This is an optimization exercise on Yosys and OpenROAD, whose aim is small area, a short achievable clock period and few clock cycles per item, not a production implementation.
The RTL was checked by simulation tests, not by an equivalence proof against the original design.

`design/flow/design.v`:
```
module rs72_dec (
    input             clk,
    input             rst,
    input             in_valid,
    output            in_ready,
    input      [63:0] in_data,
    output            out_valid,
    output     [63:0] out_data,
    output            out_last,
    output            out_corrected,
    output            out_uncorrectable,
    output     [1:0]  out_nerr
);
    localparam integer L = 13;
    function automatic [7:0] gf_xt(input [7:0] a);
        gf_xt = {a[6:0], 1'b0} ^ (a[7] ? 8'h1D : 8'h00);
    endfunction
    function automatic [7:0] gf_mulc(input [7:0] a, input integer e);
        integer i;
        reg [7:0] x;
        begin
            x = a;
            for (i = 0; i < e; i = i + 1) x = gf_xt(x);
            gf_mulc = x;
        end
    endfunction
    localparam [63:0]   TCOLS  = 64'h1648c13221402b01;
    localparam [63:0]   TICOLS = 64'h2504095744994e01;
    localparam [63:0]   QCOLS  = 64'h0094a67814080a06;
    localparam [63:0]   SQCOLS = 64'hc832491f0c030401;
    localparam [7:0]    TRMASK = 8'h80;
    localparam [3:0]    LAM    = 4'hf;
    localparam [63:0]   INV16  = 64'h834a5c2f67bde910;
    localparam [2047:0] POS    = 2048'h00000000bdb2be0000000000aa0000008e000000980000000000000000000092000000000000000090889b0000009c00000000000000000000008b00008ac20000bc0000000000000000000000a0000086000000a6b88d000000b39d0000b50000000000000000000000b10000000000000000000082a985000000809f0000a300b000ba0091000096008400009300b499000000ad000000000000a10000ac009aa8af00000000000000000000bf000000000000000000c18c00a4a700a295c500bb0000000000000000000000c387810000009ec6aeb700008900009700c40000000000008f00b900c00000ab00000000000000009400000000b68300a5c700;
    function automatic [3:0] m4(input [3:0] p, input [3:0] q);
        integer i;
        reg [3:0] r, x;
        begin
            r = 4'd0;
            x = p;
            for (i = 0; i < 4; i = i + 1) begin
                if (q[i]) r = r ^ x;
                x = {x[2:0], 1'b0} ^ (x[3] ? 4'h3 : 4'h0);
            end
            m4 = r;
        end
    endfunction
    function automatic [7:0] cmul(input [7:0] a, input [7:0] b);
        reg [3:0] hh, ll, mm;
        begin
            hh = m4(a[7:4], b[7:4]);
            ll = m4(a[3:0], b[3:0]);
            mm = m4(a[7:4] ^ a[3:0], b[7:4] ^ b[3:0]);
            cmul = {mm ^ ll, ll ^ m4(hh, LAM)};
        end
    endfunction
    function automatic [7:0] clin(input [7:0] a, input [63:0] cols);
        integer i;
        reg [7:0] r;
        begin
            r = 8'd0;
            for (i = 0; i < 8; i = i + 1)
                if (a[i]) r = r ^ cols[8*i +: 8];
            clin = r;
        end
    endfunction
    function automatic [7:0] csq(input [7:0] a);
        csq = clin(a, SQCOLS);
    endfunction
    function automatic [7:0] cinv(input [7:0] a);
        reg [3:0] d, di;
        begin
            d  = m4(a[3:0], a[3:0]) ^ m4(a[3:0], a[7:4]) ^ m4(m4(a[7:4], a[7:4]), LAM);
            di = INV16[4*d +: 4];
            cinv = {m4(a[7:4], di), m4(a[7:4] ^ a[3:0], di)};
        end
    endfunction
    integer i, j, k;
    reg [63:0]  ring [0:L-1];
    reg [L-1:0] live;       
    reg [L-1:0] first;      
    reg [L-1:0] upar;       
    reg         in_rdy;
    reg [3:0]   inb;        
    reg         inpar;      
    reg [3:0]   ph;         
    reg         fire;       
    reg [2:0]   ob;         
    reg         hp;         
    reg         rdy;        
    reg         fresh;      
    reg         sfirst;     
    reg         ev0, ev1, ev2, ev3;
    wire accept = in_valid & in_rdy;
    assign in_ready = in_rdy;
    wire [2:0] ob_n   = fire ? ob + 3'd1 : ob;
    wire       hp_n   = (fire && ob == 3'd7) ? ~hp : hp;
    wire       rdy_n  = ev3 | (rdy & ~(fire && ob == 3'd7));
    wire       fire_n = live[L-2] & ((ob_n != 3'd0) | (first[L-2] & (upar[L-2] == hp_n) & rdy_n));
    wire       free_n = ~live[L-2] | fire_n;
    always @(posedge clk) begin
        for (i = 1; i < L; i = i + 1) ring[i] <= ring[i-1];
        ring[0] <= in_rdy ? in_data : ring[L-1];
        for (i = 1; i < L; i = i + 1) begin
            first[i] <= first[i-1];
            upar[i]  <= upar[i-1];
        end
        first[0] <= in_rdy ? (inb == 4'd0) : first[L-1];
        upar[0]  <= in_rdy ? inpar : upar[L-1];
        sfirst   <= (inb == 4'd0);
        if (rst) begin
            live   <= {L{1'b0}};
            in_rdy <= 1'b1;
            inb    <= 4'd0;
            inpar  <= 1'b0;
            ph     <= 4'd0;
            fire   <= 1'b0;
            ob     <= 3'd0;
            hp     <= 1'b0;
            rdy    <= 1'b0;
            fresh  <= 1'b0;
            ev0    <= 1'b0;
            ev1    <= 1'b0;
            ev2    <= 1'b0;
            ev3    <= 1'b0;
        end else begin
            for (i = 1; i < L; i = i + 1) live[i] <= live[i-1];
            live[0] <= (accept && inb != 4'd8) | (live[L-1] & ~fire);
            in_rdy  <= free_n & (accept | inb == 4'd0 | inb == 4'd8 | ph == 4'd0);
            if (accept) begin
                inb <= (inb == 4'd8) ? 4'd0 : inb + 4'd1;
                if (inb == 4'd8) inpar <= ~inpar;
            end
            ph    <= (accept && inb != 4'd8) ? 4'd1 : (ph == L - 1) ? 4'd0 : ph + 4'd1;
            fire  <= fire_n;
            ob    <= ob_n;
            hp    <= hp_n;
            rdy   <= rdy_n;
            fresh <= accept;
            ev0   <= accept && inb == 4'd8;
            ev1   <= ev0;
            ev2   <= ev1;
            ev3   <= ev2;
        end
    end
    reg [7:0] syn [0:7];
    reg [7:0] sacc;
    always @(posedge clk) begin
        if (fresh) begin
            for (j = 0; j < 8; j = j + 1) begin
                sacc = sfirst ? 8'd0 : syn[j];
                for (k = 0; k < 8; k = k + 1)
                    sacc = gf_mulc(sacc, j) ^ ring[0][8*k +: 8];
                syn[j] <= sacc;
            end
        end
    end
    reg [7:0] s [0:7];
    reg [7:0] det, s1n, s2n, den, num;
    reg       c_dz, c_zero;
    always @* begin
        for (j = 0; j < 8; j = j + 1) s[j] = clin(syn[j], TCOLS);
        det  = cmul(s[0], s[2]) ^ csq(s[1]);
        s1n  = cmul(s[1], s[2]) ^ cmul(s[0], s[3]);
        s2n  = cmul(s[1], s[3]) ^ csq(s[2]);
        c_dz = (det == 8'd0);
        den  = c_dz ? s[0] : det;
        num  = c_dz ? s[1] : s1n;
        c_zero = 1'b1;
        for (j = 0; j < 8; j = j + 1)
            if (syn[j] != 8'd0) c_zero = 1'b0;
    end
    reg [7:0] h_s [0:7];      
    reg [7:0] p_den, p_num, p_iden, p_inum, p_s2n;
    reg       p_dz, p_zero;
    always @(posedge clk) begin
        if (ev1)
            for (j = 0; j < 8; j = j + 1) h_s[j] <= s[j];
        p_den  <= den;
        p_num  <= num;
        p_iden <= cinv(den);
        p_inum <= cinv(num);
        p_s2n  <= s2n;
        p_dz   <= c_dz;
        p_zero <= c_zero;
    end
    reg [7:0] sg1, sg2, isg1;
    always @* begin
        sg1  = cmul(p_num, p_iden);
        sg2  = p_dz ? 8'd0 : cmul(p_s2n, p_iden);
        isg1 = cmul(p_den, p_inum);
    end
    reg [7:0] q_sg1, q_sg2, q_t, q_u;
    reg       q_dz, q_zero;
    always @(posedge clk) begin
        q_sg1  <= sg1;
        q_sg2  <= sg2;
        q_t    <= cmul(sg2, csq(isg1));
        q_u    <= cmul(h_s[1], isg1);
        q_dz   <= p_dz;
        q_zero <= p_zero;
    end
    reg [7:0] y, x1, x2, yc1, yc2, cj, p1, p2;
    reg       chk, ok1, ok2;
    reg       d_v1, d_v2, d_unc;
    reg [1:0] d_nerr;
    always @* begin
        chk = 1'b1;
        for (j = 2; j < 6; j = j + 1) begin
            cj = h_s[j+2] ^ cmul(q_sg1, h_s[j+1]) ^ cmul(q_sg2, h_s[j]);
            if (cj != 8'd0) chk = 1'b0;
        end
        cj = h_s[3] ^ cmul(q_sg1, h_s[2]);
        if (q_dz && cj != 8'd0) chk = 1'b0;
        y   = clin(q_t, QCOLS);
        x1  = q_dz ? q_sg1 : cmul(q_sg1, y);
        x2  = x1 ^ q_sg1;
        yc2 = q_u ^ cmul(h_s[0], y);
        yc1 = q_dz ? h_s[0] : (yc2 ^ h_s[0]);
        p1  = POS[8*x1 +: 8];
        p2  = POS[8*x2 +: 8];
        ok1 = chk && (h_s[0] != 8'd0) && p1[7];
        ok2 = chk && (q_sg1 != 8'd0) && (q_sg2 != 8'd0) && !(^(q_t & TRMASK)) && p1[7] && p2[7];
        if (q_zero) begin
            d_nerr = 2'd0; d_unc = 1'b0; d_v1 = 1'b0; d_v2 = 1'b0;
        end else if (q_dz) begin
            d_nerr = ok1 ? 2'd1 : 2'd0; d_unc = ~ok1; d_v1 = ok1; d_v2 = 1'b0;
        end else begin
            d_nerr = ok2 ? 2'd2 : 2'd0; d_unc = ~ok2; d_v1 = ok2; d_v2 = ok2;
        end
    end
    reg       f_v1, f_v2, f_unc;
    reg [6:0] f_pos1, f_pos2;
    reg [7:0] f_y1, f_y2;
    reg [1:0] f_nerr;
    always @(posedge clk) begin
        if (ev3) begin
            f_v1   <= d_v1;
            f_v2   <= d_v2;
            f_pos1 <= p1[6:0];
            f_pos2 <= p2[6:0];
            f_y1   <= clin(yc1, TICOLS);
            f_y2   <= clin(yc2, TICOLS);
            f_nerr <= d_nerr;
            f_unc  <= d_unc;
        end
    end
    reg [63:0] fix;
    always @* begin
        for (k = 0; k < 8; k = k + 1) begin
            fix[8*k +: 8] = ring[L-1][8*k +: 8];
            if (f_v1 && f_pos1 == {ob, k[2:0]}) fix[8*k +: 8] = fix[8*k +: 8] ^ f_y1;
            if (f_v2 && f_pos2 == {ob, k[2:0]}) fix[8*k +: 8] = fix[8*k +: 8] ^ f_y2;
        end
    end
    reg [63:0] o_data;
    reg        o_valid, o_last, o_corr, o_unc;
    reg [1:0]  o_nerr;
    always @(posedge clk) begin
        o_data <= fix;
        if (fire && ob == 3'd7) begin
            o_nerr <= f_nerr;
            o_unc  <= f_unc;
            o_corr <= (f_nerr != 2'd0);
        end
        if (rst) begin
            o_valid <= 1'b0;
            o_last  <= 1'b0;
        end else begin
            o_valid <= fire;
            o_last  <= fire && ob == 3'd7;
        end
    end
    assign out_valid         = o_valid;
    assign out_data          = o_data;
    assign out_last          = o_last;
    assign out_corrected     = o_corr;
    assign out_uncorrectable = o_unc;
    assign out_nerr          = o_nerr;
endmodule
```
`design/flow/run.sh`:
```
#!/bin/bash
# synth_recipe.tcl (not shown) runs the flow's synth.tcl, then flattens the netlist and writes it again
# the make line also repeats each setting of config.mk as NAME=value (left out here)
make -C /OpenROAD-flow-scripts/flow DESIGN_CONFIG=/design/flow/config.mk WORK_HOME=/design/flow/orfs CLKGATE_MAP_FILE= SYNTH_SCRIPT=/design/flow/synth_recipe.tcl finish
```
`design/flow/config.mk`:
```
export PLATFORM = sky130hd
export DESIGN_NAME = rs72_dec
export DESIGN_NICKNAME = rs72_dec
export VERILOG_FILES = /design/flow/design.v
export SDC_FILE = /design/flow/constraint.sdc
export NUM_CORES = 4
export LEC_CHECK = 0
export CAP_MARGIN = 20
export CORE_MARGIN = 2
export CORE_UTILIZATION = 40
export PLACE_DENSITY = 0.6
export SLEW_MARGIN = 20
```
`design/flow/constraint.sdc`:
```
create_clock -name core_clock -period 32.0 [get_ports {clk}]
set_input_delay 6.4000 -clock core_clock [delete_from_list [all_inputs] [get_ports {clk}]]
set_output_delay 6.4000 -clock core_clock [all_outputs]
set_load 0.01 [all_outputs]
```
==> run notes <==
==> metrics by stage <==
stage	cells	area, sq um	hold slack [ns]
finish	8936	71250	0.2752
global route	8929	71240	0.2738
CTS	8929	71240	0.2721
detailed placement	8709	67120	0.3121
global placement	8709	67110	0.3097
floorplan	6792	63830	0.3096
==> cell usage after synthesis (11+ instances only) <==
cell type,n
sky130_fd_sc_hd__and2_1,12
sky130_fd_sc_hd__xnor2_2,16
sky130_fd_sc_hd__buf_1,61
sky130_fd_sc_hd__buf_4,11
sky130_fd_sc_hd__o21ai_0,187
sky130_fd_sc_hd__dfxtp_1,1035
sky130_fd_sc_hd__nand2b_1,57
sky130_fd_sc_hd__a31oi_1,29
sky130_fd_sc_hd__nand3_1,62
sky130_fd_sc_hd__a221oi_1,20
sky130_fd_sc_hd__o21ai_1,13
sky130_fd_sc_hd__clkbuf_1,317
sky130_fd_sc_hd__nand4_1,22
sky130_fd_sc_hd__nor2b_1,53
sky130_fd_sc_hd__a21oi_1,218
sky130_fd_sc_hd__a211oi_1,29
sky130_fd_sc_hd__a32oi_1,12
sky130_fd_sc_hd__edfxtp_1,166
sky130_fd_sc_hd__nor3_1,67
sky130_fd_sc_hd__o31ai_1,12
sky130_fd_sc_hd__ha_1,56
sky130_fd_sc_hd__or2_2,11
sky130_fd_sc_hd__inv_1,93
sky130_fd_sc_hd__mux2_2,90
sky130_fd_sc_hd__o22ai_1,32
sky130_fd_sc_hd__a21o_1,11
sky130_fd_sc_hd__nor2_1,622
sky130_fd_sc_hd__buf_2,22
sky130_fd_sc_hd__nand2_1,729
sky130_fd_sc_hd__xnor2_1,1857
sky130_fd_sc_hd__xor2_1,472
sky130_fd_sc_hd__mux2i_1,54
sky130_fd_sc_hd__nor4_1,28
sky130_fd_sc_hd__a22oi_1,52
sky130_fd_sc_hd__a311oi_1,12
sky130_fd_sc_hd__o211ai_1,17
sky130_fd_sc_hd__or3_1,16
sky130_fd_sc_hd__xnor3_1,30
==> layout make-up <==
type                    instances  area, sq um  area share [%]
clock inverters                66        907.1           1.273
inverters                     115        439.2          0.6164
clock buffers                 154         3209           4.504
multi-input cells            5059        36070           50.62
diodes                          7        17.52         0.02458
flip-flops and latches       1201        25710           36.09
repair buffers                262         2305           3.235
well taps                    2072         2592           3.638
==> flip-flops by register name, summed over array words and instances (netlist names), 13 cells and up <==
name	flops
ring	832
h_s	64
o_data	64
syn	64
first	13
live	13
upar	13
==> path summary, 6_finish.rpt <==
check | depth (start not counted) | slack [ns] | start | to
max | 27 | 23.23 | syn[2][1]$_DFFE_PP_ | p_inum[3]$_DFF_P_
min | 0 | 0.28 | ring[1][22]$_DFF_P_ | ring[2][22]$_DFF_P_
max reg2reg | 27 | 23.23 | syn[2][1]$_DFFE_PP_ | p_inum[3]$_DFF_P_
min reg2reg | 0 | 0.28 | ring[1][22]$_DFF_P_ | ring[2][22]$_DFF_P_
==> routing by layer <==
metal  up-vias  GRT usage, %  wire (um)
met5         -             0          0
met4         0         6.446       4992
met3       283         2.576      11700
met2      1618         36.53      86830
met1     22470         32.04      85590
li1      21880             -          -
==> logic make-up (layout without fill, tap and decap cells) <==
group	Yosys count	in the layout	synth area share, %
compound gates	740	740	7.375
other cells	0	7	0
flops	1201	1201	40.27
buf+inv	532	597	3.309
mux	149	149	2.593
fa+ha+maj	56	56	1.098
simple gates	1729	1729	11.53
xor+xnor	2385	2385	33.82
==> flow_summary_export.csv <==
group,metric,value,unit
worst_setup_path,worst_path_most_repeated_cell,"sky130_fd_sc_hd__xnor2_1",
cts,tritoncts,"yes",
yosys,netlist_top_cells_area,"sky130_fd_sc_hd__dfxtp_1, sky130_fd_sc_hd__xnor2_1, sky130_fd_sc_hd__edfxtp_1, sky130_fd_sc_hd__xor2_1, sky130_fd_sc_hd__nand2_1",
die,num_io_pins,138,
worst_setup_path,crit_path_end_kind,"flop",
cts,cts-hold-fix-buffers,0,
worst_setup_path,cp_num_buf_inv,4,
placement,post-dp-hpwl,136500,um
yosys,yosys_warnings,5,
cts,clockRootBuffer,"sky130_fd_sc_hd__clkbuf_16",
placement,gp_routability_congestion,0.9319,
sta,finalSetupTns,0,ns
worst_setup_path,critPathArrivalTime,9.37,ns
final_layout,flow.area_growth_from_synthesis,11.63,%
cts,cts_made_buffers,116,
routing,avgViaCountPerCell,5.175,
routing,post_detailed_route_wirelength_per_cell,21.16,um
yosys,synth_flop_cell,"sky130_fd_sc_hd__dfxtp_1",
sta,layout_min_cycle_time,8.775,ns
sta,hold_viol,0,
final_layout,fillerInstances,15040,
routing,drt_pass1_iterations,6,
sta,worst_slew_margin_rel,20.81,%
yosys,seq_area_frac_synth,40.27,%
final_layout,mostFrequentLayoutCell,"sky130_fd_sc_hd__xnor2_1",
worst_setup_path,slowest_cp_cell,"sky130_fd_sc_hd__a2bb2oi_1",
sta,highest_achievable_clock_rate,114.0,MHz
yosys,postSynth.asyncResetShare,0,%
run,max_cap_violations,0,
final_layout,finish.net_count,6878,
final_layout,drive_above_1_share,7.394,%
cts,cts_post_setup_buffers_inserted,0,
grt,grt_first_pass_wirelength,283100,um
sta,post_route_clock_period_utilization,27.42,%
routing,initialDrtViolationCount,4483,
routing,post-route-drc-count,0,
yosys,netlist_area,0.06383,sq mm
worst_setup_path,critPathMaxStageDelay,0.84,ns
final_layout,finish.utilization,44.99,%
cts,clkLatencyLatePin,0.79,ns
yosys,syn_avg_cell_area,9.397,sq um
final_layout,most-common-layout-cells,"sky130_fd_sc_hd__xnor2_1, sky130_fd_sc_hd__dfxtp_1, sky130_fd_sc_hd__nand2_1",
worst_setup_path,crit_family,"XOR/XNOR gates",
sta,timing_worst_slew_pin_value,1.188,ns
die,dieWidth,403.5,um
worst_setup_path,crit_path_max_fanout,12,
min_path,worst_hold_path_type,"flop to flop",
yosys,number_of_enable_type_register_cells_in_the_synthesized_netlist,166,
cts,clk_pin_slew,0.07,ns
yosys,synth.ff_latch_count,1201,
die,dieArea,0.1628,sq mm
sta,finalMaxSlewViolations,0,
die,dieHeight,403.5,um
cts,post_cts_resized,0,
grt,antenna_found_initial,11,
yosys,synth.top_cell.area_share,32.46,%
grt,grt_remaining_overflow,0,
worst_setup_path,worstPathRequired,32.60,ns
grt,grt_max_degree,65,
yosys,syn-instance-count,6792,
placement,setup_slack_after_placement,23.40,ns
cts,cts.sinks,1201,
sta,final.setup_skew,0.09680,ns
yosys,synth_cell_types,101,
cts,clk_path_buf_depth,3,
cts,cts.htree.levels,3,
die,count_of_standard_cell_rows,146,
yosys,synth.net_count,6915,
worst_setup_path,crit_path_start_kind,"flop",
grt,vias_in_the_first_global_route,44140,
sta,timing.final.setup_violations,0,
routing,finalWirelength,189100,um
sta,post-route-worst-setup-slack,23.23,ns
die,design.core.area,0.1584,sq mm
status,run_status,"complete, no violations",
routing,via_count,46250,
grt,globalRouteTotalUtil,22.71,%
yosys,synth_area_leader_cell,"sky130_fd_sc_hd__dfxtp_1",
routing,ant_nets,0,
worst_setup_path,setup.worst_path.class,"flop to flop",
placement,count_of_buffers_inserted_at_the_top_level_ports,137,
die,initial_utilization,40.30,%
sta,unrepaired_setup_endpoints_after_global_routing,"false",
Testbench counts, summed over its fixed seeds: cycles 14,504, units 1,600.

port drivers added, routing unchanged:
In the flow no input, the clock included, has a driving cell. The finished layout below was timed again as built, in two steps.
Step 1 assumes that a clkbuf_16 drives the clock port and a buf_2 every other input.
Step 2 adds t to the input delays and takes it off the output delays; t is the mean of the earliest and latest rising clock arrival at the registers after step 1. Input paths then give back, and output paths get back, about the clock's delay inside the block.
Slacks: ideal / step 1 / step 2; pairs: ideal / step 1.
t (ns): 0.824
slack for setup (ns): 23.225 / 23.225 / 23.225
worst hold slack (ns): 0.275 / 0.275 / 0.275
worst setup path at the end: register to register
worst data-port slew with drivers (ns): 0.07
After both steps this run still meets setup and hold. For this run, drivers alone change the setup slack by 0.000 ns; drivers and shift together by 0.000 ns.
